Source: an optimization exercise on an open RTL-to-GDS flow (aim: small area and a short achievable clock period). Production flows keep margins and buffers that such runs may drop.
In this exercise RTL edits were held to simulation tests only and were not proved equivalent to the original.
No activity file was given, so power comes from the tool's default toggle rates.

// hdr_merge
module hdr_merge (
    input  wire        clk,
    input  wire        rst,         
    input  wire        in_valid,
    input  wire        depth,       
    input  wire [1:0]  nexp,        
    input  wire [11:0] code_l,
    input  wire        cg_l,
    input  wire [11:0] code_m,
    input  wire        cg_m,
    input  wire [11:0] code_s,
    input  wire        cg_s,
    input  wire [15:0] dark_l,      
    input  wire [15:0] dark_m,
    input  wire [15:0] dark_s,
    input  wire [31:0] ratio_m,     
    input  wire [31:0] ratio_s,     
    output reg         out_valid,
    output reg  [23:0] lin,
    output reg  [1:0]  lin_src      
);
    wire [18:0] x_l, x_m, x_s;
    hdr_diff u_diff_l (.depth(depth), .code(code_l), .cg(cg_l), .dark(dark_l), .x(x_l));
    hdr_diff u_diff_m (.depth(depth), .code(code_m), .cg(cg_m), .dark(dark_m), .x(x_m));
    hdr_diff u_diff_s (.depth(depth), .code(code_s), .cg(cg_s), .dark(dark_s), .x(x_s));
    wire hi_l = cg_l & ~x_l[18] & (x_l[17] | x_l[16] | (&x_l[15:13]));
    wire hi_m = cg_m & ~x_m[18] & (x_m[17] | x_m[16] | (&x_m[15:13]));
    wire use_l = (nexp[1] == 1'b0) | ~hi_l;
    wire use_m = ~use_l & (nexp == 2'd3) & ~hi_m;
    reg        r1_valid;
    reg [18:0] r1_x;
    reg        r1_cg;
    reg [31:0] r1_ratio;
    reg [1:0]  r1_src;
    always @(posedge clk) begin
        if (rst) r1_valid <= 1'b0;
        else     r1_valid <= in_valid;
        r1_x     <= use_l ? x_l  : use_m ? x_m  : x_s;
        r1_cg    <= use_l ? cg_l : use_m ? cg_m : cg_s;
        r1_ratio <= use_l ? 32'h0001_0000 : use_m ? ratio_m : ratio_s;
        r1_src   <= use_l ? 2'd0 : use_m ? 2'd1 : 2'd2;
    end
    wire [14:0] xq = r1_cg ? r1_x[15:1] : r1_x[18:4];
    wire [14:0] v  = r1_x[18] ? 15'd0 : (r1_cg & (|r1_x[17:16])) ? 15'h7FFF : xq;
    wire [23:0] ca, cb;
    wire        c16, z0, z1;
    hdr_csa u_csa (.v(v), .ratio(r1_ratio), .ca(ca), .cb(cb), .c16(c16), .z0(z0), .z1(z1));
    wire [23:0] p = ca ^ cb;
  ...
Size: ~2000 cells after synthesis, about 180 I/O pins, about 18000 um2 of cells after synthesis.
==> flow/config.mk <==
export PLATFORM = sky130hd
export DESIGN_NAME = hdr_merge
export DESIGN_NICKNAME = hdr_merge
export VERILOG_FILES = /design/flow/design.v
export SDC_FILE = /design/flow/constraint.sdc
export NUM_CORES = 4
export LEC_CHECK = 0
export CAP_MARGIN = 20
export CORE_MARGIN = 2
export CORE_UTILIZATION = 50
export SLEW_MARGIN = 20
==> flow/constraint.sdc <==
create_clock -name core_clock -period 13.0 [get_ports {clk}]
set_input_delay 2.6000 -clock core_clock [delete_from_list [all_inputs] [get_ports {clk}]]
set_output_delay 2.6000 -clock core_clock [all_outputs]
set_load 0.01 [all_outputs]
standard.sh (not shown) runs the stock make flow with config.mk's settings and CLKGATE_MAP_FILE= SYNTH_SCRIPT=/design/flow/synth_recipe.tcl, a recipe that flattens the netlist after the stock synthesis.
==> flow/flow/run.sh <==
#!/bin/bash
set -euo pipefail
MARGIN=7.25
PORTBUF=sky130_fd_sc_hd__buf_1
POLFIX=1
R=orfs/results/$FLOW_PLATFORM/hdr_merge/base
LIB=$FLOW_HOME/platforms/$FLOW_PLATFORM/lib/sky130_fd_sc_hd__tt_025C_1v80.lib
KNOBS=("SETUP_SLACK_MARGIN=$MARGIN" "BUFFER_PORTS_ARGS=-buffer_cell $PORTBUF")

bash standard.sh synth "${KNOBS[@]}" > synth.log 2>&1
if [[ $POLFIX == 1 ]]; then
  cp $R/1_2_yosys.v 1_2_yosys_standard.v
  python3 flow/polfix.py 1_2_yosys_standard.v polfix.v "$LIB" > polfix.log 2>&1
  cp polfix.v $R/1_2_yosys.v
  rm -f $R/1_synth.odb
  bash standard.sh synth "${KNOBS[@]}" > synth_odb.log 2>&1
fi
bash standard.sh finish "${KNOBS[@]}" > finish.log 2>&1
Other scripts of this flow, unchanged in this note and not shown: flow/flow/polfix.py
Rerun with:
--- a/flow/flow/run.sh
+++ b/flow/flow/run.sh
@@ -3 +3 @@
-MARGIN=7.25
+MARGIN=6.5
The changed run went through all stages and came out clean.
Synthesized cell count is unchanged.
Cell count shrinks by 1.2%.
Setup slack got worse by 0.64 ns.
Final area shrinks by 3.9%.
Via count shrinks by 1.1%.
Sequential power shrinks by about 1%.
Wire length shrinks by 4.4%.

## run 1
hdr_merge again, from the RTL that the note above started with.
export LEC_CHECK = 0
export CAP_MARGIN = 20
export CORE_MARGIN = 2
export CORE_UTILIZATION = 65
export SLEW_MARGIN = 20
create_clock -name core_clock -period 13.0 [get_ports {clk}]
==> flow/flow/run.sh <==
#!/bin/bash
set -euo pipefail
MARGIN=7
PORTBUF=sky130_fd_sc_hd__buf_1
POLFIX=1
R=orfs/results/$FLOW_PLATFORM/hdr_merge/base
LIB=$FLOW_HOME/platforms/$FLOW_PLATFORM/lib/sky130_fd_sc_hd__tt_025C_1v80.lib
KNOBS=("SETUP_SLACK_MARGIN=$MARGIN" "BUFFER_PORTS_ARGS=-buffer_cell $PORTBUF")

bash standard.sh synth "${KNOBS[@]}" > synth.log 2>&1
if [[ $POLFIX == 1 ]]; then
  cp $R/1_2_yosys.v 1_2_yosys_standard.v
  python3 flow/polfix.py 1_2_yosys_standard.v polfix.v "$LIB" > polfix.log 2>&1
  cp polfix.v $R/1_2_yosys.v
  rm -f $R/1_synth.odb
  bash standard.sh synth "${KNOBS[@]}" > synth_odb.log 2>&1
fi
bash standard.sh finish "${KNOBS[@]}" > finish.log 2>&1
Other scripts of this flow, unchanged in this note and not shown: flow/flow/polfix.py
Both conditions hold for run 1: the flow ran to the end and the final layout passed the timing, DRC and antenna checks.
For run 2, these inputs were changed with respect to run 1:
Settings: a change of CORE_UTILIZATION from 65 to 50.
--- a/flow/flow/run.sh
+++ b/flow/flow/run.sh
@@ -1,10 +1,10 @@
 #!/bin/bash
 set -euo pipefail
-MARGIN=7
+MARGIN=7.25
 PORTBUF=sky130_fd_sc_hd__buf_1
 POLFIX=1
 R=orfs/results/$FLOW_PLATFORM/hdr_merge/base
 LIB=$FLOW_HOME/platforms/$FLOW_PLATFORM/lib/sky130_fd_sc_hd__tt_025C_1v80.lib
-KNOBS=("SETUP_SLACK_MARGIN=$MARGIN" "BUFFER_PORTS_ARGS=-buffer_cell $PORTBUF")
+KNOBS=("SETUP_SLACK_MARGIN=$MARGIN" "BUFFER_PORTS_ARGS=-buffer_cell $PORTBUF" "RECOVER_POWER=100")
 
 bash standard.sh synth "${KNOBS[@]}" > synth.log 2>&1
Results
- Diff run 2 and run 1: met3 global-route usage lower in run 2
- Clock period minus worst slack up 2290 ps in run 2 wrt run 1
- Number of non-clock buffers, run 2 and run 1: smaller value in run 1
- Length of the first detailed-routing pass in iterations came out lower on run 2 than on run 1.
- Run 2 ends up with a horizontal die dimension that is 14% higher than in run 1.
- Per the comparison of run 2 with run 1, final design instance area without fill rose 2.1%; fraction of power spent switching nets barely changed; number of clock sinks seen by CTS comparable; worst path buffer plus inverter count rose by 1.

static timing again, ports no longer ideal:
Ports are ideal in the flow. The routed layouts listed here were re-timed in OpenROAD. Step 1 assumes that a clkbuf_16 drives the clock port and a buf_2 every other input. Step 2 adds t to the input delays and takes it off the output delays; t is the mean of the earliest and latest rising clock arrival at the registers after step 1. Input paths then give back, and output paths get back, about the clock's delay inside the block. Three values: no drivers, after step 1, after step 2; two values: the first two.
run | t (ns) | slack for setup (ns) | hold slack, ns | worst setup path at the end | pins driven straight from the clock port
the first run of note 1 | 0.453 | 7.361 / 7.297 / 6.844 | 0.335 / 0.335 / 0.335 | input to register | 1
the second run of note 1 | 0.436 | 6.724 / 6.724 / 6.339 | 0.324 / 0.324 / 0.324 | input to register | 1
run 1 | 0.428 | 7.005 / 7.005 / 6.784 | 0.338 / 0.338 / 0.338 | input to register | 1
run 2 | 0.455 | 4.715 / 4.715 / 4.715 | 0.335 / 0.335 / 0.335 | register to register | 1
After both steps every run listed still meets setup and hold. The setup slack of the first run of note 1, which loses most, moves by -0.064 ns with the drivers and by -0.517 ns with both steps.
